Context: an optimization exercise on an open-source flow, tuned for small area and a short achievable clock period. The choices shown serve that exercise and are no tape-out recipe.
Function was not checked in any run shown here: the RTL went through the layout flow alone.
No run shown here takes its clock network from TritonCTS; it comes from the design's own scripts or RTL.
The flow treats the clock pin as an ideal source. Dropping or thinning the clock tree relies on that and would not hold on a real chip.

--- constraint.sdc ---
create_clock -name core_clock -period 12.0 [get_ports {clk}]
set_input_delay 2.4000 -clock core_clock [delete_from_list [all_inputs] [get_ports {clk}]]
set_output_delay 2.4000 -clock core_clock [all_outputs]
set_load 0.01 [all_outputs]
--- config.mk ---
export PLATFORM = sky130hd
export DESIGN_NAME = fehel_flit_rx
export DESIGN_NICKNAME = fehel_flit_rx
export VERILOG_FILES = /design/flow/design.v
export SDC_FILE = /design/flow/constraint.sdc
export NUM_CORES = 4
export LEC_CHECK = 0
export CAP_MARGIN = 20
export CORE_MARGIN = 2
export CORE_UTILIZATION = 55
export SLEW_MARGIN = 20
--- design.v ---
module fehel_flit_rx (
    input  wire        clk,
    input  wire        rst,
    input  wire        in_valid,
    input  wire [63:0] in_data,
    output reg         res_valid,
    output reg         res_crc_ok,
    output wire        res_ctrl,
    output wire [3:0]  res_err,        
    output wire [4:0]  res_msgs,
    output wire [19:0] res_vc_slots,   
    output wire [11:0] res_fseq,
    output wire [11:0] res_fack
);
    reg  [63:0] u;
    wire [63:0] m_u;
    wire x64 = u[0] ^ u[63];
    wire x65 = u[39] ^ u[59];
    wire x66 = u[46] ^ u[53];
    wire x67 = u[47] ^ u[54];
    wire x68 = u[45] ^ u[52];
    wire x69 = u[4] ^ u[58];
    wire x70 = u[21] ^ u[26];
    wire x71 = u[9] ^ u[44];
    wire x72 = u[8] ^ u[43];
    wire x73 = u[22] ^ u[27];
    wire x74 = u[51] ^ u[56];
    wire x75 = u[41] ^ u[61];
    wire x76 = u[18] ^ u[32];
    wire x77 = u[20] ^ u[34];
    wire x78 = u[40] ^ u[60];
    wire x79 = u[19] ^ u[33];
    wire x80 = u[50] ^ u[55];
    wire x81 = u[5] ^ u[12];
    wire x82 = u[13] ^ u[49];
    wire x83 = u[10] ^ u[35];
    wire x84 = u[16] ^ u[28];
    wire x85 = u[6] ^ u[31];
    wire x86 = u[15] ^ u[62];
    wire x87 = u[7] ^ u[30];
    wire x88 = u[48] ^ x66;
    wire x89 = u[17] ^ u[42];
    wire x90 = u[14] ^ u[29];
    wire x91 = u[24] ^ u[57];
    wire x92 = u[23] ^ u[25];
    wire x93 = u[11] ^ x74;
    wire x94 = x67 ^ x68;
    wire x95 = u[36] ^ x73;
    wire x96 = u[37] ^ x64;
    wire x97 = x65 ^ x69;
    wire x98 = x71 ^ x76;
    wire x99 = u[1] ^ x72;
    wire x100 = x77 ^ x78;
    wire x101 = x79 ^ x81;
    wire x102 = x70 ^ x75;
    wire x103 = x80 ^ x83;
    wire x104 = x82 ^ x87;
    wire x105 = u[51] ^ x88;
    wire x106 = x86 ^ x92;
    wire x107 = u[38] ^ x84;
    wire x108 = u[26] ^ x90;
    wire x109 = u[3] ^ u[23];
    wire x110 = u[24] ^ x85;
    wire x111 = x65 ^ x91;
    wire x112 = u[42] ^ u[46];
    wire x113 = u[2] ^ x89;
    wire x114 = u[29] ^ x101;
    wire x115 = u[6] ^ x94;
    wire x116 = u[3] ^ u[45];
    wire x117 = u[0] ^ x85;
    wire x118 = u[17] ^ x102;
    wire x119 = u[22] ^ u[36];
    wire x120 = u[15] ^ u[44];
    wire x121 = u[47] ^ x64;
    wire x122 = u[5] ^ x77;
    wire x123 = u[13] ^ u[62];
    wire x124 = u[49] ^ x83;
    wire x125 = u[12] ^ u[25];
    wire x126 = u[10] ^ x80;
    wire x127 = u[38] ^ u[57];
    wire x128 = u[4] ^ u[31];
    wire x129 = u[50] ^ x71;
    wire x130 = u[48] ^ x78;
    wire x131 = u[56] ^ x82;
    wire x132 = x70 ^ x72;
    wire x133 = u[11] ^ u[16];
    wire x134 = u[28] ^ u[54];
    wire x135 = u[7] ^ x66;
    wire x136 = u[2] ^ x69;
    wire x137 = x75 ^ x116;
    wire x138 = u[35] ^ x95;
    wire x139 = u[15] ^ u[31];
    wire x140 = u[19] ^ x97;
    wire x141 = x68 ^ x79;
    wire x142 = u[9] ^ u[29];
    wire x143 = u[42] ^ x96;
    wire x144 = u[14] ^ x100;
    wire x145 = x87 ^ x93;
    wire x146 = u[30] ^ x93;
    wire x147 = u[58] ^ x67;
    wire x148 = u[12] ^ x96;
    wire x149 = u[16] ^ u[41];
    wire x150 = u[32] ^ u[59];
    wire x151 = u[56] ^ u[61];
    wire x152 = u[43] ^ x108;
    wire x153 = u[8] ^ x70;
    wire x154 = u[55] ^ x81;
    wire x155 = u[63] ^ x104;
    wire x156 = u[37] ^ u[48];
    wire x157 = x73 ^ x74;
    wire x158 = u[34] ^ u[62];
    wire x159 = u[33] ^ u[39];
    wire x160 = u[28] ^ x119;
    wire x161 = u[44] ^ x90;
    wire x162 = u[20] ^ x110;
    wire x163 = x81 ^ x86;
    wire x164 = u[60] ^ x122;
    wire x165 = u[58] ^ x111;
    wire x166 = u[7] ^ u[23];
    wire x167 = x75 ^ x84;
    wire x168 = u[52] ^ x74;
    wire x169 = u[47] ^ x99;
    wire x170 = u[27] ^ x134;
    wire x171 = u[53] ^ x98;
    wire x172 = x71 ^ x73;
    wire x173 = u[18] ^ x80;
    wire x174 = x84 ^ x91;
    wire x175 = u[11] ^ x103;
    wire x176 = u[30] ^ x109;
    wire x177 = u[41] ^ u[48];
    wire x178 = x72 ^ x86;
    wire x179 = x110 ^ x143;
    wire x180 = u[37] ^ u[40];
    wire x181 = x83 ^ x129;
    wire x182 = u[11] ^ u[21];
    wire x183 = u[6] ^ x126;
    wire x184 = u[43] ^ x76;
    wire x185 = x88 ^ x121;
    wire x186 = x89 ^ x98;
    wire x187 = u[34] ^ u[39];
    wire x188 = u[40] ^ x64;
    wire x189 = u[50] ^ x79;
    wire x190 = u[3] ^ x67;
    wire x191 = u[5] ^ u[18];
    wire x192 = x93 ^ x135;
    wire x193 = x107 ^ x128;
    wire x194 = x78 ^ x124;
    wire x195 = x76 ^ x125;
    wire x196 = u[38] ^ u[56];
    wire x197 = u[7] ^ u[55];
    wire x198 = u[45] ^ x146;
    wire x199 = x82 ^ x105;
    wire x200 = u[59] ^ x69;
    wire x201 = x86 ^ x88;
    wire x202 = u[17] ^ x94;
    wire x203 = x113 ^ x185;
    wire x204 = u[10] ^ x114;
    wire x205 = u[19] ^ x147;
    wire x206 = u[53] ^ x89;
    wire x207 = x77 ^ x95;
    wire x208 = x92 ^ x114;
    wire x209 = u[26] ^ x95;
    wire x210 = x78 ^ x107;
    wire x211 = u[14] ^ u[27];
    wire x212 = x90 ^ x106;
    wire x213 = u[22] ^ x65;
    wire x214 = u[2] ^ x98;
    wire x215 = u[49] ^ x87;
    wire x216 = x68 ^ x121;
    wire x217 = u[8] ^ x166;
    wire x218 = u[1] ^ u[61];
    wire x219 = u[17] ^ u[46];
    wire x220 = x65 ^ x179;
    wire x221 = x102 ^ x141;
    wire x222 = x99 ^ x174;
    wire x223 = x72 ^ x125;
    wire x224 = x92 ^ x206;
    wire x225 = u[60] ^ x82;
    wire x226 = x137 ^ x157;
    wire x227 = u[20] ^ x132;
    wire x228 = u[6] ^ u[20];
    wire x229 = u[47] ^ x175;
    wire x230 = x97 ^ x170;
    wire x231 = u[35] ^ u[63];
    wire x232 = x102 ^ x162;
    wire x233 = u[21] ^ u[24];
    wire x234 = x151 ^ x172;
    wire x235 = u[4] ^ x70;
    wire x236 = u[40] ^ x88;
    wire x237 = x155 ^ x165;
    wire x238 = x136 ^ x155;
    wire x239 = u[62] ^ x109;
    wire x240 = u[57] ^ x156;
    wire x241 = u[50] ^ x97;
    wire x242 = u[24] ^ x177;
    wire x243 = x154 ^ x169;
    wire x244 = u[1] ^ u[41];
    wire x245 = u[45] ^ x103;
    wire x246 = u[36] ^ x141;
    wire x247 = x71 ^ x148;
    wire x248 = u[61] ^ x190;
    wire x249 = x100 ^ x216;
    wire x250 = u[16] ^ x94;
    wire x251 = u[25] ^ x99;
    wire x252 = u[28] ^ x115;
    wire x253 = u[38] ^ x69;
    wire x254 = u[30] ^ x144;
    wire x255 = x140 ^ x182;
    wire x256 = x98 ^ x159;
    wire x257 = x130 ^ x173;
    wire x258 = x163 ^ x198;
    wire x259 = u[2] ^ u[40];
    wire x260 = x195 ^ x197;
    wire x261 = u[22] ^ x153;
    wire x262 = u[18] ^ x91;
    wire x263 = u[62] ^ x75;
    wire x264 = x178 ^ x193;
    wire x265 = u[25] ^ x68;
    wire x266 = x120 ^ x180;
    wire x267 = u[58] ^ x183;
    wire x268 = x115 ^ x171;
    wire x269 = u[35] ^ x200;
    wire x270 = u[33] ^ u[45];
    wire x271 = x144 ^ x151;
    wire x272 = x127 ^ x248;
    wire x273 = u[42] ^ x214;
    wire x274 = x107 ^ x108;
    wire x275 = u[25] ^ x79;
    wire x276 = u[35] ^ x142;
    wire x277 = x106 ^ x112;
    wire x278 = u[3] ^ x145;
    wire x279 = x85 ^ x132;
    wire x280 = u[55] ^ x100;
    wire x281 = x135 ^ x168;
    wire x282 = x161 ^ x213;
    wire x283 = u[10] ^ x112;
    wire x284 = x89 ^ x96;
    wire x285 = u[2] ^ x167;
    wire x286 = u[5] ^ x138;
    wire x287 = u[0] ^ u[33];
    wire x288 = x101 ^ x113;
    wire x289 = x64 ^ x112;
    wire x290 = u[23] ^ x127;
    wire x291 = u[29] ^ x210;
    wire x292 = u[12] ^ x118;
    wire x293 = u[32] ^ x194;
    wire x294 = u[9] ^ x191;
    wire x295 = u[29] ^ x176;
    wire x296 = u[19] ^ x106;
    wire x297 = x120 ^ x133;
    wire x298 = u[8] ^ u[48];
    wire x299 = x104 ^ x184;
    wire x300 = u[13] ^ u[17];
    wire x301 = x124 ^ x189;
    wire x302 = u[20] ^ x128;
    wire x303 = u[34] ^ u[57];
    wire x304 = x123 ^ x140;
    wire x305 = u[25] ^ x131;
    wire x306 = u[26] ^ x123;
    wire x307 = u[36] ^ x158;
    wire x308 = u[4] ^ x298;
    wire x309 = x130 ^ x131;
    wire x310 = x91 ^ x171;
    wire x311 = u[38] ^ x149;
    wire x312 = u[21] ^ x117;
    wire x313 = u[13] ^ x192;
    wire x314 = x127 ^ x149;
    wire x315 = x138 ^ x139;
    wire x316 = u[1] ^ x219;
    wire x317 = u[1] ^ u[6];
    wire x318 = u[13] ^ u[39];
    wire x319 = x69 ^ x317;
    wire x320 = x318 ^ x95;
    wire x321 = x290 ^ x319;
    wire x322 = x152 ^ x257;
    wire x323 = x320 ^ x321;
    wire x324 = x322 ^ x323;
    wire x325 = x258 ^ x324;
    wire x326 = u[19] ^ u[23];
    wire x327 = u[46] ^ x81;
    wire x328 = x85 ^ x211;
    wire x329 = x326 ^ x168;
    wire x330 = x266 ^ x327;
    wire x331 = x328 ^ x285;
    wire x332 = x329 ^ x330;
    wire x333 = x237 ^ x331;
    wire x334 = x332 ^ x333;
    wire x335 = u[52] ^ x65;
    wire x336 = x76 ^ x84;
    wire x337 = x242 ^ x302;
    wire x338 = x335 ^ x336;
    wire x339 = x209 ^ x224;
    wire x340 = x337 ^ x338;
    wire x341 = x243 ^ x278;
    wire x342 = x339 ^ x340;
    wire x343 = x341 ^ x342;
    wire x344 = u[4] ^ u[37];
    wire x345 = u[52] ^ x344;
    wire x346 = x113 ^ x170;
    wire x347 = x345 ^ x279;
    wire x348 = x309 ^ x346;
    wire x349 = x208 ^ x310;
    wire x350 = x347 ^ x348;
    wire x351 = x349 ^ x350;
    wire x352 = u[38] ^ x73;
    wire x353 = x134 ^ x104;
    wire x354 = x122 ^ x137;
    wire x355 = x275 ^ x352;
    wire x356 = x152 ^ x353;
    wire x357 = x354 ^ x355;
    wire x358 = x267 ^ x310;
    wire x359 = x356 ^ x357;
    wire x360 = x358 ^ x359;
    wire x361 = x77 ^ x79;
    wire x362 = x85 ^ x153;
    wire x363 = x161 ^ x361;
    wire x364 = x145 ^ x230;
    wire x365 = x245 ^ x277;
    wire x366 = x362 ^ x363;
    wire x367 = x364 ^ x365;
    wire x368 = x366 ^ x367;
    wire x369 = u[46] ^ x142;
    wire x370 = x150 ^ x132;
    wire x371 = x154 ^ x174;
    wire x372 = x369 ^ x145;
    wire x373 = x370 ^ x371;
    wire x374 = x249 ^ x315;
    wire x375 = x372 ^ x373;
    wire x376 = x374 ^ x375;
    wire x377 = u[5] ^ u[14];
    wire x378 = u[51] ^ x66;
    wire x379 = x180 ^ x377;
    wire x380 = x265 ^ x378;
    wire x381 = x379 ^ x118;
    wire x382 = x256 ^ x380;
    wire x383 = x229 ^ x264;
    wire x384 = x381 ^ x382;
    wire x385 = x383 ^ x384;
    wire x386 = x187 ^ x93;
    wire x387 = x188 ^ x311;
    wire x388 = x115 ^ x186;
    wire x389 = x201 ^ x209;
    wire x390 = x386 ^ x387;
    wire x391 = x204 ^ x388;
    wire x392 = x389 ^ x390;
    wire x393 = x391 ^ x392;
    wire x394 = u[41] ^ x67;
    wire x395 = x69 ^ x86;
    wire x396 = x119 ^ x394;
    wire x397 = x395 ^ x164;
    wire x398 = x274 ^ x281;
    wire x399 = x284 ^ x301;
    wire x400 = x396 ^ x397;
    wire x401 = x398 ^ x399;
    wire x402 = x400 ^ x401;
    wire x403 = x123 ^ x206;
    wire x404 = x148 ^ x250;
    wire x405 = x261 ^ x269;
    wire x406 = x403 ^ x271;
    wire x407 = x404 ^ x405;
    wire x408 = x406 ^ x407;
    wire x409 = u[6] ^ u[54];
    wire x410 = x66 ^ x409;
    wire x411 = x188 ^ x276;
    wire x412 = x410 ^ x241;
    wire x413 = x411 ^ x198;
    wire x414 = x292 ^ x412;
    wire x415 = x413 ^ x414;
    wire x416 = u[11] ^ u[15];
    wire x417 = x166 ^ x177;
    wire x418 = x196 ^ x416;
    wire x419 = x94 ^ x117;
    wire x420 = x283 ^ x417;
    wire x421 = x418 ^ x152;
    wire x422 = x241 ^ x419;
    wire x423 = x420 ^ x421;
    wire x424 = x422 ^ x423;
    wire x425 = u[27] ^ u[32];
    wire x426 = u[42] ^ x78;
    wire x427 = x425 ^ x111;
    wire x428 = x215 ^ x297;
    wire x429 = x426 ^ x105;
    wire x430 = x427 ^ x428;
    wire x431 = x243 ^ x429;
    wire x432 = x430 ^ x431;
    wire x433 = u[33] ^ u[58];
    wire x434 = x433 ^ x117;
    wire x435 = x129 ^ x223;
    wire x436 = x202 ^ x285;
    wire x437 = x309 ^ x434;
    wire x438 = x435 ^ x436;
    wire x439 = x437 ^ x438;
    wire x440 = u[1] ^ u[7];
    wire x441 = u[57] ^ u[59];
    wire x442 = x158 ^ x440;
    wire x443 = x441 ^ x108;
    wire x444 = x126 ^ x137;
    wire x445 = x442 ^ x186;
    wire x446 = x443 ^ x444;
    wire x447 = x199 ^ x445;
    wire x448 = x446 ^ x447;
    wire x449 = u[18] ^ u[60];
    wire x450 = x211 ^ x449;
    wire x451 = x94 ^ x136;
    wire x452 = x178 ^ x289;
    wire x453 = x450 ^ x146;
    wire x454 = x301 ^ x451;
    wire x455 = x452 ^ x453;
    wire x456 = x454 ^ x455;
    wire x457 = u[18] ^ x66;
    wire x458 = x85 ^ x176;
    wire x459 = x457 ^ x234;
    wire x460 = x274 ^ x458;
    wire x461 = x249 ^ x304;
    wire x462 = x459 ^ x460;
    wire x463 = x461 ^ x462;
    wire x464 = u[38] ^ u[59];
    wire x465 = x64 ^ x464;
    wire x466 = x103 ^ x160;
    wire x467 = x184 ^ x465;
    wire x468 = x162 ^ x205;
    wire x469 = x466 ^ x467;
    wire x470 = x292 ^ x313;
    wire x471 = x468 ^ x469;
    wire x472 = x470 ^ x471;
    wire x473 = u[5] ^ u[25];
    wire x474 = u[42] ^ x87;
    wire x475 = x150 ^ x473;
    wire x476 = x189 ^ x253;
    wire x477 = x266 ^ x474;
    wire x478 = x475 ^ x115;
    wire x479 = x227 ^ x476;
    wire x480 = x477 ^ x478;
    wire x481 = x479 ^ x480;
    wire x482 = x65 ^ x197;
    wire x483 = x270 ^ x172;
    wire x484 = x311 ^ x482;
    wire x485 = x105 ^ x164;
    wire x486 = x279 ^ x483;
    wire x487 = x484 ^ x485;
    wire x488 = x486 ^ x487;
    wire x489 = u[21] ^ u[46];
    wire x490 = x89 ^ x187;
    wire x491 = x489 ^ x217;
    wire x492 = x490 ^ x234;
    wire x493 = x491 ^ x252;
    wire x494 = x293 ^ x492;
    wire x495 = x493 ^ x494;
    wire x496 = x72 ^ x142;
    wire x497 = x166 ^ x270;
    wire x498 = x160 ^ x262;
    wire x499 = x263 ^ x496;
    wire x500 = x497 ^ x236;
    wire x501 = x498 ^ x499;
    wire x502 = x229 ^ x500;
    wire x503 = x501 ^ x502;
    wire x504 = u[8] ^ u[29];
    wire x505 = u[49] ^ x92;
    wire x506 = x504 ^ x242;
    wire x507 = x283 ^ x307;
    wire x508 = x505 ^ x146;
    wire x509 = x205 ^ x506;
    wire x510 = x507 ^ x247;
    wire x511 = x508 ^ x509;
    wire x512 = x510 ^ x511;
    wire x513 = u[47] ^ x95;
    wire x514 = x97 ^ x168;
    wire x515 = x294 ^ x143;
    wire x516 = x162 ^ x194;
    wire x517 = x212 ^ x513;
    wire x518 = x514 ^ x515;
    wire x519 = x516 ^ x517;
    wire x520 = x518 ^ x519;
    wire x521 = u[10] ^ u[53];
    wire x522 = x68 ^ x90;
    wire x523 = x233 ^ x521;
    wire x524 = x96 ^ x157;
    wire x525 = x167 ^ x522;
    wire x526 = x523 ^ x260;
    wire x527 = x524 ^ x525;
    wire x528 = x304 ^ x526;
    wire x529 = x527 ^ x528;
    wire x530 = x64 ^ x89;
    wire x531 = x228 ^ x173;
    wire x532 = x223 ^ x530;
    wire x533 = x105 ^ x230;
    wire x534 = x246 ^ x531;
    wire x535 = x532 ^ x533;
    wire x536 = x534 ^ x535;
    wire x537 = u[12] ^ u[14];
    wire x538 = u[37] ^ x537;
    wire x539 = x129 ^ x215;
    wire x540 = x290 ^ x538;
    wire x541 = x201 ^ x207;
    wire x542 = x539 ^ x540;
    wire x543 = x252 ^ x255;
    wire x544 = x541 ^ x542;
    wire x545 = x543 ^ x544;
    wire x546 = u[20] ^ u[37];
    wire x547 = u[63] ^ x81;
    wire x548 = x139 ^ x233;
    wire x549 = x546 ^ x147;
    wire x550 = x213 ^ x217;
    wire x551 = x547 ^ x548;
    wire x552 = x245 ^ x549;
    wire x553 = x550 ^ x551;
    wire x554 = x199 ^ x291;
    wire x555 = x552 ^ x553;
    wire x556 = x554 ^ x555;
    wire x557 = u[9] ^ u[27];
    wire x558 = u[46] ^ u[49];
    wire x559 = x76 ^ x91;
    wire x560 = x557 ^ x558;
    wire x561 = x163 ^ x200;
    wire x562 = x559 ^ x560;
    wire x563 = x118 ^ x250;
    wire x564 = x251 ^ x561;
    wire x565 = x562 ^ x563;
    wire x566 = x564 ^ x565;
    wire x567 = u[59] ^ u[60];
    wire x568 = x84 ^ x191;
    wire x569 = x567 ^ x172;
    wire x570 = x275 ^ x306;
    wire x571 = x568 ^ x569;
    wire x572 = x570 ^ x203;
    wire x573 = x267 ^ x571;
    wire x574 = x572 ^ x573;
    wire x575 = u[17] ^ x77;
    wire x576 = x104 ^ x126;
    wire x577 = x160 ^ x163;
    wire x578 = x188 ^ x575;
    wire x579 = x140 ^ x576;
    wire x580 = x577 ^ x578;
    wire x581 = x272 ^ x579;
    wire x582 = x580 ^ x581;
    wire x583 = u[30] ^ u[45];
    wire x584 = u[59] ^ x583;
    wire x585 = x314 ^ x584;
    wire x586 = x148 ^ x227;
    wire x587 = x585 ^ x315;
    wire x588 = x586 ^ x587;
    wire x589 = u[40] ^ u[43];
    wire x590 = u[46] ^ x80;
    wire x591 = x84 ^ x90;
    wire x592 = x589 ^ x117;
    wire x593 = x235 ^ x240;
    wire x594 = x590 ^ x591;
    wire x595 = x186 ^ x592;
    wire x596 = x593 ^ x594;
    wire x597 = x595 ^ x596;
    wire x598 = x258 ^ x597;
    wire x599 = u[58] ^ x85;
    wire x600 = x120 ^ x157;
    wire x601 = x314 ^ x316;
    wire x602 = x599 ^ x216;
    wire x603 = x299 ^ x600;
    wire x604 = x601 ^ x204;
    wire x605 = x602 ^ x603;
    wire x606 = x604 ^ x605;
    wire x607 = u[0] ^ u[44];
    wire x608 = u[47] ^ x150;
    wire x609 = x607 ^ x113;
    wire x610 = x608 ^ x114;
    wire x611 = x209 ^ x280;
    wire x612 = x281 ^ x609;
    wire x613 = x264 ^ x610;
    wire x614 = x611 ^ x612;
    wire x615 = x613 ^ x614;
    wire x616 = u[21] ^ u[27];
    wire x617 = u[56] ^ x159;
    wire x618 = x231 ^ x300;
    wire x619 = x616 ^ x99;
    wire x620 = x167 ^ x240;
    wire x621 = x617 ^ x618;
    wire x622 = x164 ^ x295;
    wire x623 = x619 ^ x620;
    wire x624 = x621 ^ x268;
    wire x625 = x622 ^ x623;
    wire x626 = x624 ^ x625;
    wire x627 = u[0] ^ u[23];
    wire x628 = u[24] ^ u[43];
    wire x629 = x70 ^ x139;
    wire x630 = x187 ^ x218;
    wire x631 = x627 ^ x628;
    wire x632 = x170 ^ x225;
    wire x633 = x629 ^ x630;
    wire x634 = x631 ^ x181;
    wire x635 = x192 ^ x288;
    wire x636 = x632 ^ x633;
    wire x637 = x634 ^ x635;
    wire x638 = x636 ^ x637;
    wire x639 = u[3] ^ u[51];
    wire x640 = u[61] ^ x123;
    wire x641 = x259 ^ x639;
    wire x642 = x161 ^ x195;
    wire x643 = x640 ^ x641;
    wire x644 = x115 ^ x175;
    wire x645 = x207 ^ x222;
    wire x646 = x642 ^ x643;
    wire x647 = x644 ^ x645;
    wire x648 = x646 ^ x647;
    wire x649 = u[28] ^ u[35];
    wire x650 = u[41] ^ u[55];
    wire x651 = x70 ^ x300;
    wire x652 = x649 ^ x650;
    wire x653 = x88 ^ x136;
    wire x654 = x651 ^ x652;
    wire x655 = x212 ^ x246;
    wire x656 = x653 ^ x654;
    wire x657 = x247 ^ x278;
    wire x658 = x655 ^ x656;
    wire x659 = x657 ^ x658;
    wire x660 = u[49] ^ u[52];
    wire x661 = x72 ^ x133;
    wire x662 = x660 ^ x100;
    wire x663 = x126 ^ x147;
    wire x664 = x239 ^ x661;
    wire x665 = x105 ^ x662;
    wire x666 = x663 ^ x664;
    wire x667 = x665 ^ x666;
    wire x668 = x220 ^ x667;
    wire x669 = x118 ^ x212;
    wire x670 = x237 ^ x268;
    wire x671 = x286 ^ x669;
    wire x672 = x670 ^ x671;
    wire x673 = u[54] ^ x111;
    wire x674 = x143 ^ x193;
    wire x675 = x251 ^ x673;
    wire x676 = x204 ^ x313;
    wire x677 = x674 ^ x675;
    wire x678 = x676 ^ x677;
    wire x679 = u[50] ^ x74;
    wire x680 = x106 ^ x308;
    wire x681 = x679 ^ x202;
    wire x682 = x207 ^ x214;
    wire x683 = x680 ^ x681;
    wire x684 = x682 ^ x683;
    wire x685 = u[55] ^ x70;
    wire x686 = x109 ^ x96;
    wire x687 = x124 ^ x141;
    wire x688 = x174 ^ x294;
    wire x689 = x685 ^ x105;
    wire x690 = x686 ^ x687;
    wire x691 = x688 ^ x689;
    wire x692 = x690 ^ x691;
    wire x693 = u[10] ^ u[26];
    wire x694 = u[39] ^ u[43];
    wire x695 = x693 ^ x694;
    wire x696 = x154 ^ x262;
    wire x697 = x695 ^ x202;
    wire x698 = x296 ^ x696;
    wire x699 = x199 ^ x254;
    wire x700 = x697 ^ x698;
    wire x701 = x699 ^ x700;
    wire x702 = u[52] ^ x211;
    wire x703 = x231 ^ x173;
    wire x704 = x297 ^ x702;
    wire x705 = x205 ^ x236;
    wire x706 = x305 ^ x703;
    wire x707 = x704 ^ x232;
    wire x708 = x705 ^ x706;
    wire x709 = x707 ^ x708;
    wire x710 = u[0] ^ u[5];
    wire x711 = x67 ^ x228;
    wire x712 = x244 ^ x710;
    wire x713 = x711 ^ x712;
    wire x714 = x224 ^ x299;
    wire x715 = x713 ^ x255;
    wire x716 = x291 ^ x714;
    wire x717 = x715 ^ x716;
    wire x718 = u[54] ^ x87;
    wire x719 = x99 ^ x718;
    wire x720 = x257 ^ x282;
    wire x721 = x288 ^ x719;
    wire x722 = x232 ^ x720;
    wire x723 = x721 ^ x722;
    wire x724 = x72 ^ x104;
    wire x725 = x226 ^ x280;
    wire x726 = x296 ^ x312;
    wire x727 = x724 ^ x273;
    wire x728 = x725 ^ x726;
    wire x729 = x727 ^ x728;
    wire x730 = u[7] ^ u[14];
    wire x731 = u[22] ^ u[32];
    wire x732 = u[56] ^ x730;
    wire x733 = x731 ^ x239;
    wire x734 = x289 ^ x302;
    wire x735 = x732 ^ x181;
    wire x736 = x221 ^ x222;
    wire x737 = x733 ^ x734;
    wire x738 = x735 ^ x736;
    wire x739 = x737 ^ x738;
    wire x740 = u[13] ^ u[24];
    wire x741 = x125 ^ x196;
    wire x742 = x740 ^ x153;
    wire x743 = x741 ^ x183;
    wire x744 = x256 ^ x742;
    wire x745 = x203 ^ x254;
    wire x746 = x743 ^ x744;
    wire x747 = x745 ^ x746;
    wire x748 = u[9] ^ u[60];
    wire x749 = x75 ^ x748;
    wire x750 = x103 ^ x190;
    wire x751 = x215 ^ x253;
    wire x752 = x307 ^ x749;
    wire x753 = x312 ^ x750;
    wire x754 = x751 ^ x752;
    wire x755 = x208 ^ x753;
    wire x756 = x754 ^ x755;
    wire x757 = u[32] ^ x119;
    wire x758 = x218 ^ x103;
    wire x759 = x122 ^ x306;
    wire x760 = x308 ^ x757;
    wire x761 = x145 ^ x758;
    wire x762 = x759 ^ x760;
    wire x763 = x761 ^ x762;
    wire x764 = x220 ^ x763;
    wire x765 = x76 ^ x80;
    wire x766 = x139 ^ x156;
    wire x767 = x159 ^ x265;
    wire x768 = x276 ^ x765;
    wire x769 = x766 ^ x261;
    wire x770 = x767 ^ x768;
    wire x771 = x238 ^ x769;
    wire x772 = x770 ^ x771;
    wire x773 = u[10] ^ u[12];
    wire x774 = u[55] ^ x76;
    wire x775 = x79 ^ x116;
    wire x776 = x133 ^ x142;
    wire x777 = x303 ^ x773;
    wire x778 = x97 ^ x99;
    wire x779 = x117 ^ x225;
    wire x780 = x774 ^ x775;
    wire x781 = x776 ^ x777;
    wire x782 = x201 ^ x778;
    wire x783 = x779 ^ x780;
    wire x784 = x781 ^ x782;
    wire x785 = x783 ^ x784;
    wire x786 = x67 ^ x133;
    wire x787 = x150 ^ x101;
    wire x788 = x316 ^ x786;
    wire x789 = x181 ^ x787;
    wire x790 = x788 ^ x238;
    wire x791 = x271 ^ x789;
    wire x792 = x790 ^ x791;
    wire x793 = u[31] ^ x73;
    wire x794 = x77 ^ x83;
    wire x795 = x196 ^ x259;
    wire x796 = x287 ^ x97;
    wire x797 = x793 ^ x794;
    wire x798 = x795 ^ x118;
    wire x799 = x169 ^ x295;
    wire x800 = x796 ^ x797;
    wire x801 = x798 ^ x799;
    wire x802 = x800 ^ x801;
    wire x803 = u[28] ^ x128;
    wire x804 = x158 ^ x182;
    wire x805 = x244 ^ x111;
    wire x806 = x130 ^ x176;
    wire x807 = x803 ^ x804;
    wire x808 = x805 ^ x806;
    wire x809 = x807 ^ x273;
    wire x810 = x286 ^ x808;
    wire x811 = x809 ^ x810;
    wire x812 = u[43] ^ x136;
    wire x813 = x137 ^ x160;
    wire x814 = x812 ^ x813;
    wire x815 = x179 ^ x208;
    wire x816 = x293 ^ x814;
    wire x817 = x815 ^ x816;
    wire x818 = x112 ^ x120;
    wire x819 = x156 ^ x287;
    wire x820 = x818 ^ x819;
    wire x821 = x144 ^ x165;
    wire x822 = x226 ^ x260;
    wire x823 = x820 ^ x821;
    wire x824 = x822 ^ x823;
    wire x825 = x303 ^ x131;
    wire x826 = x169 ^ x210;
    wire x827 = x221 ^ x269;
    wire x828 = x277 ^ x825;
    wire x829 = x826 ^ x827;
    wire x830 = x828 ^ x829;
    wire x831 = u[16] ^ x129;
    wire x832 = x263 ^ x138;
    wire x833 = x152 ^ x164;
    wire x834 = x165 ^ x831;
    wire x835 = x203 ^ x832;
    wire x836 = x833 ^ x834;
    wire x837 = x835 ^ x836;
    wire x838 = u[28] ^ x81;
    wire x839 = x235 ^ x838;
    wire x840 = x175 ^ x282;
    wire x841 = x284 ^ x305;
    wire x842 = x839 ^ x272;
    wire x843 = x840 ^ x841;
    wire x844 = x842 ^ x843;
    assign m_u[0] = x325;
    assign m_u[1] = x334;
    assign m_u[2] = x343;
    assign m_u[3] = x351;
    assign m_u[4] = x360;
    assign m_u[5] = x368;
    assign m_u[6] = x376;
    assign m_u[7] = x385;
    assign m_u[8] = x393;
    assign m_u[9] = x402;
    assign m_u[10] = x408;
    assign m_u[11] = x415;
    assign m_u[12] = x424;
    assign m_u[13] = x432;
    assign m_u[14] = x439;
    assign m_u[15] = x448;
    assign m_u[16] = x456;
    assign m_u[17] = x463;
    assign m_u[18] = x472;
    assign m_u[19] = x481;
    assign m_u[20] = x488;
    assign m_u[21] = x495;
    assign m_u[22] = x503;
    assign m_u[23] = x512;
    assign m_u[24] = x520;
    assign m_u[25] = x529;
    assign m_u[26] = x536;
    assign m_u[27] = x545;
    assign m_u[28] = x556;
    assign m_u[29] = x566;
    assign m_u[30] = x574;
    assign m_u[31] = x582;
    assign m_u[32] = x588;
    assign m_u[33] = x598;
    assign m_u[34] = x606;
    assign m_u[35] = x615;
    assign m_u[36] = x626;
    assign m_u[37] = x638;
    assign m_u[38] = x648;
    assign m_u[39] = x659;
    assign m_u[40] = x668;
    assign m_u[41] = x672;
    assign m_u[42] = x678;
    assign m_u[43] = x684;
    assign m_u[44] = x692;
    assign m_u[45] = x701;
    assign m_u[46] = x709;
    assign m_u[47] = x717;
    assign m_u[48] = x723;
    assign m_u[49] = x729;
    assign m_u[50] = x739;
    assign m_u[51] = x747;
    assign m_u[52] = x756;
    assign m_u[53] = x764;
    assign m_u[54] = x772;
    assign m_u[55] = x785;
    assign m_u[56] = x792;
    assign m_u[57] = x802;
    assign m_u[58] = x811;
    assign m_u[59] = x817;
    assign m_u[60] = x824;
    assign m_u[61] = x830;
    assign m_u[62] = x837;
    assign m_u[63] = x844;
    reg  [5:0]  beat;
    wire        first = (beat == 6'd0);
    always @(posedge clk) begin
        if (in_valid)
            u <= (m_u | {64{first}}) ^ in_data;
    end
    wire crc_good = &u;
    reg        hdr_ev;     
    reg        slot_ev;    
    reg        last_ev;    
    reg  [7:0] op_r;
    reg  [4:0] len_r;
    wire [5:0] beat_inc   = beat + 6'd1;
    wire       slot_beat  = beat[0] && (beat != 6'd63);
    wire       last_beat  = (beat == 6'd63);
    always @(posedge clk) begin
        op_r    <= in_data[7:0];
        len_r   <= in_data[12:8];
        hdr_ev  <= !rst && in_valid && first;
        slot_ev <= !rst && in_valid && slot_beat;
        last_ev <= !rst && in_valid && last_beat;
        if (rst || in_valid)
            beat <= beat_inc & {6{!rst}};
    end
    reg  [11:0] fseq;
    reg  [11:0] fack;
    reg         ctrl;
    reg         ftype_err;
    wire [3:0]  h_ftype = ~u[63:60];
    wire [4:0]  h_cont  = ~u[35:31];
    wire        h_data  = (h_ftype == 4'h0);
    always @(posedge clk) begin
        if (hdr_ev) begin
            fseq      <= ~u[59:48];
            fack      <= ~u[47:36];
            ctrl      <= (h_ftype == 4'h1);
            ftype_err <= (h_ftype > 4'h1);
        end
    end
    function op_known;
        input [7:0] op;
        begin
            case (op)
                8'h00, 8'h01, 8'h02, 8'h03, 8'h04, 8'h05,
                8'h10, 8'h11, 8'h12, 8'h13, 8'h14, 8'h1F,
                8'h20, 8'h21, 8'h22, 8'h23, 8'h24, 8'h25, 8'h2F,
                8'h30, 8'h31, 8'h32, 8'h33,
                8'h40, 8'h41, 8'h4F: op_known = 1'b1;
                default:             op_known = 1'b0;
            endcase
        end
    endfunction
    function len_ok;
        input [7:0] op;
        input [4:0] len;
        begin
            case (op)
                8'h10, 8'h21, 8'h30: len_ok = (len == 5'd4);
                8'h11, 8'h40:        len_ok = (len == 5'd16);
                8'h12:               len_ok = (len >= 5'd1) && (len <= 5'd16);
                8'h22:               len_ok = (len == 5'd5);
                8'h25, 8'h33:        len_ok = (len <= 5'd16);
                8'h32:               len_ok = (len == 5'd0) || (len == 5'd4);
                default:             len_ok = (len == 5'd0);
            endcase
        end
    endfunction
    reg         walking;
    reg  [4:0]  rem;
    reg         counted;
    reg  [1:0]  cur_vc;
    reg         cont_err;
    reg         opcode_err;
    reg         len_err;
    reg  [4:0]  msgs;
    reg  [4:0]  vc0, vc1, vc2, vc3;
    reg  [4:0]  carry;
    reg  [1:0]  carry_vc;
    wire        rem_nz  = (rem != 5'd0);
    wire        known   = op_known(op_r);
    wire        lok     = len_ok(op_r, len_r);
    wire        has_vc  = (op_r[7:4] != 4'h0);
    wire [1:0]  op_vc   = op_r[5:4] - 2'd1;
    wire        step    = slot_ev && walking;
    wire        s_cont  = step && rem_nz;
    wire        s_msg   = step && !rem_nz && known && lok;
    wire        inc     = (s_cont && counted) || (s_msg && has_vc);
    wire [1:0]  inc_vc  = rem_nz ? cur_vc : op_vc;
    always @(posedge clk) begin
        if (hdr_ev) begin
            walking    <= h_data;
            rem        <= h_data ? h_cont : 5'd0;
            cont_err   <= h_data && (h_cont != carry);
            counted    <= h_data && (h_cont == carry);
            cur_vc     <= carry_vc;
            opcode_err <= 1'b0;
            len_err    <= 1'b0;
            msgs       <= 5'd0;
            vc0        <= 5'd0;
            vc1        <= 5'd0;
            vc2        <= 5'd0;
            vc3        <= 5'd0;
        end else if (step) begin
            if (rem_nz) begin
                rem <= rem - 5'd1;
            end else if (!known) begin
                opcode_err <= 1'b1;
                walking    <= 1'b0;
            end else if (!lok) begin
                len_err    <= 1'b1;
                walking    <= 1'b0;
            end else begin
                rem <= len_r;
                if (op_r != 8'h00)
                    msgs <= msgs + 5'd1;
                counted <= has_vc;
                if (has_vc)
                    cur_vc <= op_vc;
            end
            if (inc && inc_vc == 2'd0) vc0 <= vc0 + 5'd1;
            if (inc && inc_vc == 2'd1) vc1 <= vc1 + 5'd1;
            if (inc && inc_vc == 2'd2) vc2 <= vc2 + 5'd1;
            if (inc && inc_vc == 2'd3) vc3 <= vc3 + 5'd1;
        end
    end
    wire any_err = ftype_err | cont_err | opcode_err | len_err;
    wire carry_ld = last_ev && crc_good && (any_err || !ctrl);
    always @(posedge clk) begin
        res_crc_ok <= crc_good;
        res_valid  <= !rst && last_ev;
        if (rst || carry_ld) begin
            carry    <= (any_err || rst) ? 5'd0 : rem;
            carry_vc <= (any_err || rst) ? 2'd0 : cur_vc;
        end
    end
    assign res_ctrl     = ctrl;
    assign res_err      = {len_err, opcode_err, cont_err, ftype_err};
    assign res_msgs     = msgs;
    assign res_vc_slots = {vc3, vc2, vc1, vc0};
    assign res_fseq     = fseq;
    assign res_fack     = fack;
endmodule
--- standard.sh ---
#!/bin/bash
# synth_recipe.tcl (not shown) runs the flow's synth.tcl, then flattens the netlist and writes it again
# the make line also repeats each setting of config.mk as NAME=value (left out here)
make -C /OpenROAD-flow-scripts/flow DESIGN_CONFIG=/design/flow/config.mk WORK_HOME=/design/flow/orfs CLKGATE_MAP_FILE= SYNTH_SCRIPT=/design/flow/synth_recipe.tcl "${@:-finish}"
--- flow/cts_manual.tcl ---
# Sourced by ORFS's cts.tcl as PRE_CTS_TCL. Replaces clock_tree_synthesis
# with a short two-level clock tree: the registers are split by location
# into NLEAF groups of equal size (halving by x, then by y, ...), each driven
# by a leaf clock buffer at the group's centre; the leaf buffers are split
# the same way into NROOT groups, each driven by a root clock buffer at its
# centre. The clock port feeds only the NROOT root buffers, and every
# register sees exactly one root and one leaf buffer.

proc mcts_split { items n } {
  set groups [list $items]
  set axis 0
  while { [llength $groups] < $n } {
    set ng {}
    foreach g $groups {
      set s [lsort -integer -index $axis $g]
      set h [expr { [llength $s] / 2 }]
      lappend ng [lrange $s 0 [expr { $h - 1 }]] [lrange $s $h end]
    }
    set groups $ng
    set axis [expr { 1 - $axis }]
  }
  return $groups
}

proc mcts_drive { block master name in_net group } {
  # group: list of {x y iterm}; returns {cx cy A-iterm}
  set sx 0; set sy 0
  foreach s $group { incr sx [lindex $s 0]; incr sy [lindex $s 1] }
  set n [llength $group]
  set cx [expr { $sx / $n }]
  set cy [expr { $sy / $n }]
  set inst [odb::dbInst_create $block $master $name]
  set net [odb::dbNet_create $block "${name}_net"]
  $net setSigType CLOCK
  [$inst findITerm X] connect $net
  foreach s $group {
    set it [lindex $s 2]
    $it disconnect
    $it connect $net
  }
  $inst setLocation [expr { $cx - [$master getWidth] / 2 }] [expr { $cy - [$master getHeight] / 2 }]
  $inst setPlacementStatus PLACED
  set a [$inst findITerm A]
  $a connect $in_net
  puts "manual_cts: $name drives $n pins at ($cx, $cy)"
  return [list $cx $cy $a]
}

proc manual_cts { } {
  set nleaf 8
  set nroot 2
  if { [info exists ::env(MCTS_NLEAF)] } { set nleaf $::env(MCTS_NLEAF) }
  if { [info exists ::env(MCTS_NROOT)] } { set nroot $::env(MCTS_NROOT) }
  set block [ord::get_db_block]
  set db [ord::get_db]
  set leafcell sky130_fd_sc_hd__clkbuf_16
  set rootcell sky130_fd_sc_hd__clkbuf_16
  if { [info exists ::env(MCTS_LEAF)] } { set leafcell $::env(MCTS_LEAF) }
  if { [info exists ::env(MCTS_ROOT)] } { set rootcell $::env(MCTS_ROOT) }
  set leafm [$db findMaster $leafcell]
  set rootm [$db findMaster $rootcell]
  set clk_net [$block findNet clk]
  set sinks {}
  foreach it [$clk_net getITerms] {
    set bb [[$it getInst] getBBox]
    lappend sinks [list [expr { ([$bb xMin] + [$bb xMax]) / 2 }] \
                        [expr { ([$bb yMin] + [$bb yMax]) / 2 }] $it]
  }
  set leaves {}
  set k 0
  foreach g [mcts_split $sinks $nleaf] {
    lappend leaves [mcts_drive $block $leafm "clkbuf_leaf_$k" $clk_net $g]
    incr k
  }
  set k 0
  foreach g [mcts_split $leaves $nroot] {
    mcts_drive $block $rootm "clkbuf_root_$k" $clk_net $g
    incr k
  }
  $clk_net setSigType CLOCK
  set_propagated_clock [all_clocks]
}

rename clock_tree_synthesis orig_clock_tree_synthesis
proc clock_tree_synthesis { args } {
  manual_cts
}
--- flow/run.sh ---
#!/bin/bash
# Layout: the standard ORFS flow (standard.sh), with these changes:
#  - every port gets a plain buf_1 as its port buffer;
#  - clock tree: two short levels of clock buffers (flow/cts_manual.tcl,
#    8 leaf buffers under 2 root buffers);
#  - the timing repair after CTS and after global routing aims for a setup
#    slack margin of 8.75 ns.
#  Placement settings: PLACE_DENSITY=0.7. Repair settings: none.
# Each make call's output goes to its own make_*.log; ORFS keeps each tool's
# log under orfs/logs/.
set -euo pipefail
H=$PWD
B="BUFFER_PORTS_ARGS=-buffer_cell sky130_fd_sc_hd__buf_1"
C="PRE_CTS_TCL=$H/flow/cts_manual.tcl"
bash standard.sh "$B" "$C" synth > make_synth.log 2>&1
bash standard.sh "$B" "$C" PLACE_DENSITY=0.7 floorplan place > make_place.log 2>&1
bash standard.sh "$B" "$C" PLACE_DENSITY=0.7 SETUP_SLACK_MARGIN=8.75  cts > make_cts.log 2>&1
bash standard.sh "$B" "$C" PLACE_DENSITY=0.7 SETUP_SLACK_MARGIN=8.75  finish > make_finish.log 2>&1
==> flow_summary.json, run 1 <==
{
  "status": "complete, no violations",
  "synth-async-reset-ratio_pct": 0,
  "wl_mm": 57.7,
  "rows": 61,
  "hold_viol": 0,
  "synth-seq-area-share_pct": 28.0,
  "grt_pass1_wl_mm": 79.3,
  "synth_edf_count": 113,
  "syn-mean-instance-area_um2": 11.0,
  "dieArea_um2": 29300,
  "overflow": 0,
  "whs_endpoint": "len_err$_SDFFE_PP0P_",
  "drc_errors": 0,
  "post_synth_mux_area_share_pct": 1.58,
  "wl_per_cell_um": 30.0,
  "cpMaxStageDelayCell": "edfxtp_1",
  "grt_max_degree": 67,
  "skew_ns": 0.0402,
  "viasPerCell": 5.98,
  "drt-initial-drc-count": 1625,
  "r2r_start": "u[42]$_DFFE_PP_",
  "r2r_cells": 7,
  "slew_viol_final": 0,
  "cpPeakStageDelay_ns": 0.43,
  "timing.fmax_ghz": 0.301,
  "synth_fa_ha_area_share_pct": 0.976,
  "synth.cell_area_um2": 15400,
  "ant_nets": 0,
  "crit_arrival_ns": 0.93,
  "critPathCaptureType": "output port",
  "crit_type": "flip-flop to output port",
  "synth_area_leaders": "xnor2_1, edfxtp_1, xnor3_1",
  "grt_setup_unrepaired": "yes",
  "vias": 11500,
  "fin_tns_setup_ns": 0,
  "syn_inst": 1396,
  "crit_buf_inv": 1,
  "first_pass_iters": 5,
  "critPathLaunchType": "flip-flop",
  "crit_chain": "clkbuf_2",
  "synth-simple-area-share_pct": 7.49,
  "core_um2": 27600,
  "max_cap_violations": 0,
  "num-nets-final": 1628,
  "setup_violations": 0,
  "die_w_um": 171,
  "ys_ff_latch": 159,
  "synth_top_area_cell": "xnor2_1",
  "cts.hold.buffers_added": 0,
  "period_share_pct": 27.7,
  "grt_pass1_vias": 10800,
  "hp-start": "len_err$_SDFFE_PP0P_",
  "antenna_found_initial": 0,
  "cts.clk_slew.worst_paths_ns": 0.08,
  "ys_types": 53,
  "cp_max_fo": 3,
  "place.gp.congestion": 1.11,
  "path_delay_family": "flip-flops",
  "io_buffers": 122,
  "synth_top_area_share_pct": 30.4,
  "synth_compound_area_share_pct": 2.84,
  "tightest_slew_ns": 1.19,
  "start_util_pct": 55.7,
  "die_height_um": 171,
  "synth_ff_type": "edfxtp_1",
  "clock_latency_ns": 0.36,
  "synth_warnings": 1,
  "timing.rr.end": "u[26]$_DFFE_PP_",
  "synth_xor_area_share_pct": 55.7,
  "synth_top_family_by_area": "XOR/XNOR gates",
  "n_antenna_cell": 0,
  "place_hpwl_mm": 43.0,
  "fin_crit_ns": 3.33,
  "relSlewSlack_pct": 20.2,
  "cp.required_ns": 9.60,
  "areaGrowthSynthToFinish_pct": 13.6,
  "reg2reg_slack_ns": 8.70,
  "ios": 123,
  "holdPathStages": 2,
  "worstHoldPathType": "flip-flop to flip-flop",
  "drive_gt1_share_pct": 17.1,
  "track_usage_pct": 39.1
}
## state kept, by name, indices dropped and copies added (netlist names), 2 cells and up, named ones only
register	flops
msgs	5
op_r	8
cur_vc	2
carry	5
vc1	5
vc0	5
len_r	5
rem	5
beat	6
fseq	12
vc2	5
u	64
fack	12
vc3	5
carry_vc	2
## stage by stage
step / util [%] / instance area (um^2) / hold WS (ns) / std cells / worst slack (ns)
after floorplan: - / 15400 / 0.439 / 1396 / 8.80
after global placement: 58.5 / 16200 / 0.472 / 1839 / 8.15
after detailed placement: 58.5 / 16200 / 0.486 / 1839 / 8.10
after CTS: 60.7 / 16800 / 0.477 / 1868 / 8.63
after global routing: 63.2 / 17500 / 0.488 / 1925 / 8.66
final: 63.2 / 17500 / 0.476 / 1925 / 8.67
## area by class of cell
cell class,instances,area [um^2]
fillers,2369,10200
repair buffers,227,1410
well taps,378,473
plain buffers,10,250
inverters,35,131
flip-flops and latches,159,4360
multi-input cells,1116,10800
## synthesized netlist by cell type (3+ instances only)
| library cell | number |
|---|---|
| a21boi_0 | 5 |
| a21oi_1 | 25 |
| a31o_2 | 3 |
| and2_1 | 5 |
| buf_2 | 36 |
| buf_4 | 6 |
| clkbuf_1 | 42 |
| dfxtp_1 | 46 |
| edfxtp_1 | 113 |
| ha_1 | 12 |
| inv_1 | 35 |
| mux2_2 | 18 |
| mux2i_1 | 4 |
| nand2_1 | 25 |
| nand2b_1 | 5 |
| nand3_1 | 10 |
| nand3b_1 | 4 |
| nand4_1 | 27 |
| nor2_1 | 102 |
| nor2b_1 | 21 |
| nor3_1 | 6 |
| nor3b_1 | 3 |
| nor4_1 | 7 |
| o21ai_0 | 11 |
| o31ai_1 | 6 |
| or3_1 | 5 |
| or4_1 | 6 |
| xnor2_1 | 533 |
| xnor2_2 | 14 |
| xnor3_1 | 101 |
| xor2_1 | 121 |
| xor3_1 | 11 |
## logic make-up after synthesis
family / count (synthesis)
fa+ha+maj: 12
mux: 22
xor+xnor: 783
compound gates: 65
simple gates: 234
flops: 159
buf+inv: 121
## what timing repair did
| action | in CTS | in global routing |
|---|---|---|
| endpoints found under the setup margin | 142 | 102 |
| setup buffers | 19 | 57 |
| resized for setup | 60 | 61 |
| pin swaps | 3 | 2 |
| hold endpoints to repair | 0 | 0 |
## placed cells by master (no fill, tap or decap), types with 6 or more instances in the layout
master and n:
buf_12 7, xnor2_4 8, inv_1 35, dfxtp_4 6
xnor2_2 25, nand3_1 10, xnor3_1 99, buf_4 98
edfxtp_1 113, xor3_1 11, ha_1 12, nand4_1 27
clkbuf_2 32, nor2_1 102, o31ai_1 6, xor2_2 7
or4_1 6, nor4_1 6, nor2b_1 21, mux2_2 18
a21oi_1 25, xor2_1 113, buf_1 68, nor3_1 6
nand2_1 25, buf_2 20, clkbuf_16 10, dfxtp_1 23
o21ai_0 11, dfxtp_2 17, xnor2_1 516
## worst max-delay path by stage
| stage | startpoint | endpoint | slack [ns] | depth (start not counted) |
|---|---|---|---|---|
| 5_1_grt | ftype_err$_DFFE_PP_ | res_err[0] | 8.66 | 1 |
| 2_1_floorplan | rst | beat[0]$_DFFE_PP_ | 8.80 | 2 |
| 6_report | ftype_err$_DFFE_PP_ | res_err[0] | 8.67 | 1 |
| 4_1_cts | u[62]$_DFFE_PP_ | u[33]$_DFFE_PP_ | 8.63 | 7 |
| 3_3_place_gp | in_valid | beat[3]$_DFFE_PP_ | 8.15 | 3 |
| 3_5_place_dp | in_valid | beat[3]$_DFFE_PP_ | 8.10 | 3 |
## metal layers
| metal | global-route usage (%) | wire length [um] | part of all wire [%] | up-vias |
|---|---|---|---|---|
| li1 | - | - | - | 4859 |
| met1 | 54.2 | 22300 | 39 | 5519 |
| met2 | 55.1 | 23100 | 40 | 909 |
| met3 | 11.8 | 8390 | 15 | 219 |
| met4 | 20.1 | 3920 | 6.8 | 0 |
| met5 | 0 | 0 | 0 | - |
==> run 2: changes to the inputs <==
==> flow/run.sh (replaced) <==
#!/bin/bash
# Layout: the standard ORFS flow (standard.sh), with these changes:
#  - every port gets a plain buf_1 as its port buffer;
#  - clock tree: two short levels of clock buffers (flow/cts_manual.tcl);
#  - the timing repair after CTS and after global routing aims for a setup
#    slack margin of 8.7 ns. Extra settings: REMOVE_ABC_BUFFERS=1
#  - after floorplan, ABC's buffers are removed and upsized cells set back
#    to drive strength 1 (flow/downsize.tcl).
# Each make call's output goes to its own make_*.log; ORFS keeps each tool's
# log under orfs/logs/.
set -euo pipefail
H=$PWD
B="BUFFER_PORTS_ARGS=-buffer_cell sky130_fd_sc_hd__buf_1"
C="PRE_CTS_TCL=$H/flow/cts_manual.tcl"
D="POST_FLOORPLAN_TCL=$H/flow/downsize.tcl"
bash standard.sh "$B" "$C" "$D" synth > make_synth.log 2>&1
bash standard.sh "$B" "$C" "$D" REMOVE_ABC_BUFFERS=1 floorplan place > make_place.log 2>&1
bash standard.sh "$B" "$C" "$D" SETUP_SLACK_MARGIN=8.7 REMOVE_ABC_BUFFERS=1 cts > make_cts.log 2>&1
bash standard.sh "$B" "$C" "$D" SETUP_SLACK_MARGIN=8.7 REMOVE_ABC_BUFFERS=1 finish > make_finish.log 2>&1
--- a/flow/cts_manual.tcl
+++ b/flow/cts_manual.tcl
@@ -53,12 +53,7 @@
   if { [info exists ::env(MCTS_NROOT)] } { set nroot $::env(MCTS_NROOT) }
   set block [ord::get_db_block]
   set db [ord::get_db]
-  set leafcell sky130_fd_sc_hd__clkbuf_16
-  set rootcell sky130_fd_sc_hd__clkbuf_16
-  if { [info exists ::env(MCTS_LEAF)] } { set leafcell $::env(MCTS_LEAF) }
-  if { [info exists ::env(MCTS_ROOT)] } { set rootcell $::env(MCTS_ROOT) }
-  set leafm [$db findMaster $leafcell]
-  set rootm [$db findMaster $rootcell]
+  set master [$db findMaster sky130_fd_sc_hd__clkbuf_16]
   set clk_net [$block findNet clk]
   set sinks {}
   foreach it [$clk_net getITerms] {
@@ -69,12 +64,12 @@
   set leaves {}
   set k 0
   foreach g [mcts_split $sinks $nleaf] {
-    lappend leaves [mcts_drive $block $leafm "clkbuf_leaf_$k" $clk_net $g]
+    lappend leaves [mcts_drive $block $master "clkbuf_leaf_$k" $clk_net $g]
     incr k
   }
   set k 0
   foreach g [mcts_split $leaves $nroot] {
-    mcts_drive $block $rootm "clkbuf_root_$k" $clk_net $g
+    mcts_drive $block $master "clkbuf_root_$k" $clk_net $g
     incr k
   }
   $clk_net setSigType CLOCK
==> flow/downsize.tcl (new file) <==
# Sourced as POST_FLOORPLAN_TCL: put every combinational cell that synthesis
# upsized back to its smallest drive strength (_1), so that the later timing
# repair sizes up only the cells on paths that need it. Registers, clock
# cells and physical cells are left as they are.
set n 0
foreach inst [get_cells *] {
  set m [get_property $inst ref_name]
  if { ![regexp {^sky130_fd_sc_hd__([a-z0-9]+)_([0-9]+)$} $m -> base drive] } { continue }
  if { $drive == 1 || [string match "*df*" $base] || [string match "clk*" $base] \
       || [string match "tap*" $base] || [string match "*fill*" $base] \
       || [string match "*decap*" $base] || [string match "conb" $base] } { continue }
  set target [get_lib_cells -quiet */sky130_fd_sc_hd__${base}_1]
  if { [llength $target] == 0 } { continue }
  replace_cell $inst [lindex $target 0]
  incr n
}
puts "downsize: $n cells set to drive strength 1"
==> run 2 against run 1 <==
  * Synthesized cell count unchanged
  * Sequential share of layout area rose by 0.42 points
  * Global-route usage rose by 0.41 points
  * Largest cell class unchanged
  * Sequential cell count unchanged
  * Still clean
  * Register-to-register slack worse by 0.09 ns
  * Wire length is 0.69% higher
  * Clock skew up 0.0015 ns
  * Core utilization fell by 1.4 points
==> flow_summary.json, run 2 <==
{
  "status": "complete, no violations",
  "setup_violations": 0,
  "syn_inst": 1396,
  "period_share_pct": 28.3,
  "fin_crit_ns": 3.39,
  "fin_tns_setup_ns": 0,
  "cp_max_fo": 9,
  "synth_top_area_cell": "xnor2_1",
  "layout_commonest_cell": "xnor2_1",
  "layout_common_cells": "xnor2_1, edfxtp_1, xor2_1",
  "skew_ns": 0.0418,
  "die_height_um": 171,
  "antenna_found_initial": 0,
  "viasPerCell": 5.85,
  "ys_ff_latch": 159,
  "cp.required_ns": 12.10,
  "hold-worst-slack_ns": 0.489,
  "synth_warnings": 1,
  "synth.cell_area_um2": 15400,
  "dpl_worst_slack_ns": 8.06,
  "num-nets-final": 1614,
  "wl_per_cell_um": 30.4,
  "n_fill_cell": 2412,
  "synth_ff_type": "edfxtp_1",
  "first_pass_iters": 5,
  "crit_arrival_ns": 3.49,
  "final.setup.worst_slack_ns": 8.61,
  "place_hpwl_mm": 43.2,
  "synthTopCellsByCount": "xnor2_1, xor2_1, edfxtp_1, nor2_1, xnor3_1",
  "grt_max_degree": 75,
  "top_register": "u",
  "ant_nets": 0,
  "ios": 123,
  "cts.clk_slew.worst_paths_ns": 0.12,
  "worstHoldPathType": "flip-flop to flip-flop",
  "ys_types": 53,
  "synth_top_area_share_pct": 30.4,
  "drc_errors": 0,
  "wl_mm": 58.1,
  "drt-initial-drc-count": 1465,
  "grt_pass1_wl_mm": 79.4,
  "synth-async-reset-ratio_pct": 0,
  "hold_viol": 0,
  "critPathCaptureType": "flip-flop",
  "dieArea_um2": 29300,
  "relSlewSlack_pct": 37.4,
  "die_w_um": 171,
  "synth-seq-area-share_pct": 28.0,
  "rows": 61,
  "grt_setup_unrepaired": "yes",
  "largest_reg_flops": 64,
  "synth_edf_count": 113,
  "critPathLaunchType": "flip-flop",
  "seqCellArea_um2": 4330,
  "io_buffers": 122,
  "areaGrowthSynthToFinish_pct": 11.1,
  "n_antenna_cell": 0,
  "top_regs": "u: 64 flops, fack: 12 flops, fseq: 12 flops",
  "clock_latency_ns": 0.35,
  "tightest_slew_ns": 0.932,
  "timing.fmax_ghz": 0.295,
  "slew_viol_final": 0,
  "overflow": 0,
  "track_usage_pct": 39.5,
  "synth.most_common_cell": "xnor2_1",
  "place.gp.congestion": 1.09,
  "drive_gt1_share_pct": 11.2,
  "syn-mean-instance-area_um2": 11.0,
  "grt_pass1_vias": 10600,
  "synth_area_leaders": "xnor2_1, edfxtp_1, xnor3_1",
  "max_cap_violations": 0,
  "cts.hold.buffers_added": 0,
  "start_util_pct": 55.7,
  "core_um2": 27600,
  "multi_input_area_um2": 10700,
  "vias": 11200,
  "crit_type": "flip-flop to flip-flop"
}
[run 2: cell types whose count changed in the layout (fill, tap and decap cells not counted), sizes merged]
cell	change
buf	+4
clkbuf	-18
[run 2: critical path: stages, from the launching register on]
cell      delay [ns]
edfxtp_1        0.66
xnor3_1         0.65
xor2_2          0.28
xnor2_1         0.63
xnor3_1         0.53
xnor2_1         0.16
nor2_1          0.07
xnor2_1         0.16
[run 2: routing by layer]
| layer | wire (um) | GRT usage [%] | part of all wire [%] | up-vias |
|---|---|---|---|---|
| met2 | 23900 | 57.1 | 41 | 723 |
| li1 | - | - | - | 4848 |
| met4 | 3760 | 20.6 | 6.5 | 0 |
| met1 | 23300 | 54.5 | 40 | 5399 |
| met3 | 7050 | 10.2 | 12 | 211 |
| met5 | 0 | 0 | 0 | - |
[run 2: through the flow]
| step | cell area, um^2 | util, % | instances |
|---|---|---|---|
| floorplan | 15000 | - | 1310 |
| global placement | 16100 | 58.3 | 1851 |
| detailed placement | 16100 | 58.3 | 1851 |
| CTS | 16800 | 60.7 | 1891 |
| global route | 17100 | 61.8 | 1911 |
| finish | 17100 | 61.8 | 1911 |
[run 2: cells by family (layout without fill, tap and decap cells)]
family / after synthesis / in the layout / synth area share (%)
muxes: 22 / 22 / 1.58
DFF: 159 / 159 / 28.0
AOI/OAI and AO/OA: 65 / 65 / 2.84
buffers and inverters: 121 / 258 / 3.39
and+or+nand+nor: 234 / 234 / 7.49
adders and majority gates: 12 / 12 / 0.976
xor gates and xnor gates: 783 / 783 / 55.7
[run 2: worst paths after layout]
| path | startpoint | cells past startpoint | slack (ns) | to |
|---|---|---|---|---|
| max | u[37]$_DFFE_PP_ | 7 | 8.61 | u[39]$_DFFE_PP_ |
| min | vc0[1]$_SDFFE_PP0P_ | 2 | 0.49 | vc0[1]$_SDFFE_PP0P_ |
| max reg2reg | u[37]$_DFFE_PP_ | 7 | 8.61 | u[39]$_DFFE_PP_ |
| min reg2reg | vc0[1]$_SDFFE_PP0P_ | 2 | 0.49 | vc0[1]$_SDFFE_PP0P_ |
[run 2: what timing repair did]
action                                  in CTS  in global routing
endpoints found under the setup margin     103                 48
setup buffers                               30                 20
pin swaps                                    0                  1
resized for setup                           28                 40
[run 2: final cells by class]
class | count | area share, %
repair buffers | 213 | 7.09
plain buffers | 10 | 1.46
well taps | 378 | 2.77
inverters | 35 | 0.769
multi-input cells | 1116 | 62.5
flip-flops and latches | 159 | 25.4

==> afterwards: timing with drivers on the ports <==
The results above use ideal ports. As a check the final layouts listed here were re-extracted and re-timed, cells and wires unchanged. Step 1 assumes that a clkbuf_16 drives the clock port and a buf_2 every other input. Step 2 adds t to the input delays and takes it off the output delays; t is the mean of the earliest and latest rising clock arrival at the registers after step 1. Input paths then give back, and output paths get back, about the clock's delay inside the block. Slacks: ideal / step 1 / step 2; pairs: ideal / step 1.
run	t (ns)	setup WS [ns]	worst setup path after step 2
run 1	0.405	8.673 / 8.603 / 8.551	input to register
run 2	0.402	8.607 / 8.606 / 8.386	input to register
After both steps setup and hold are still met in every run listed. For run 2, which loses most, drivers alone change the setup slack by -0.001 ns; drivers and shift together by -0.221 ns.
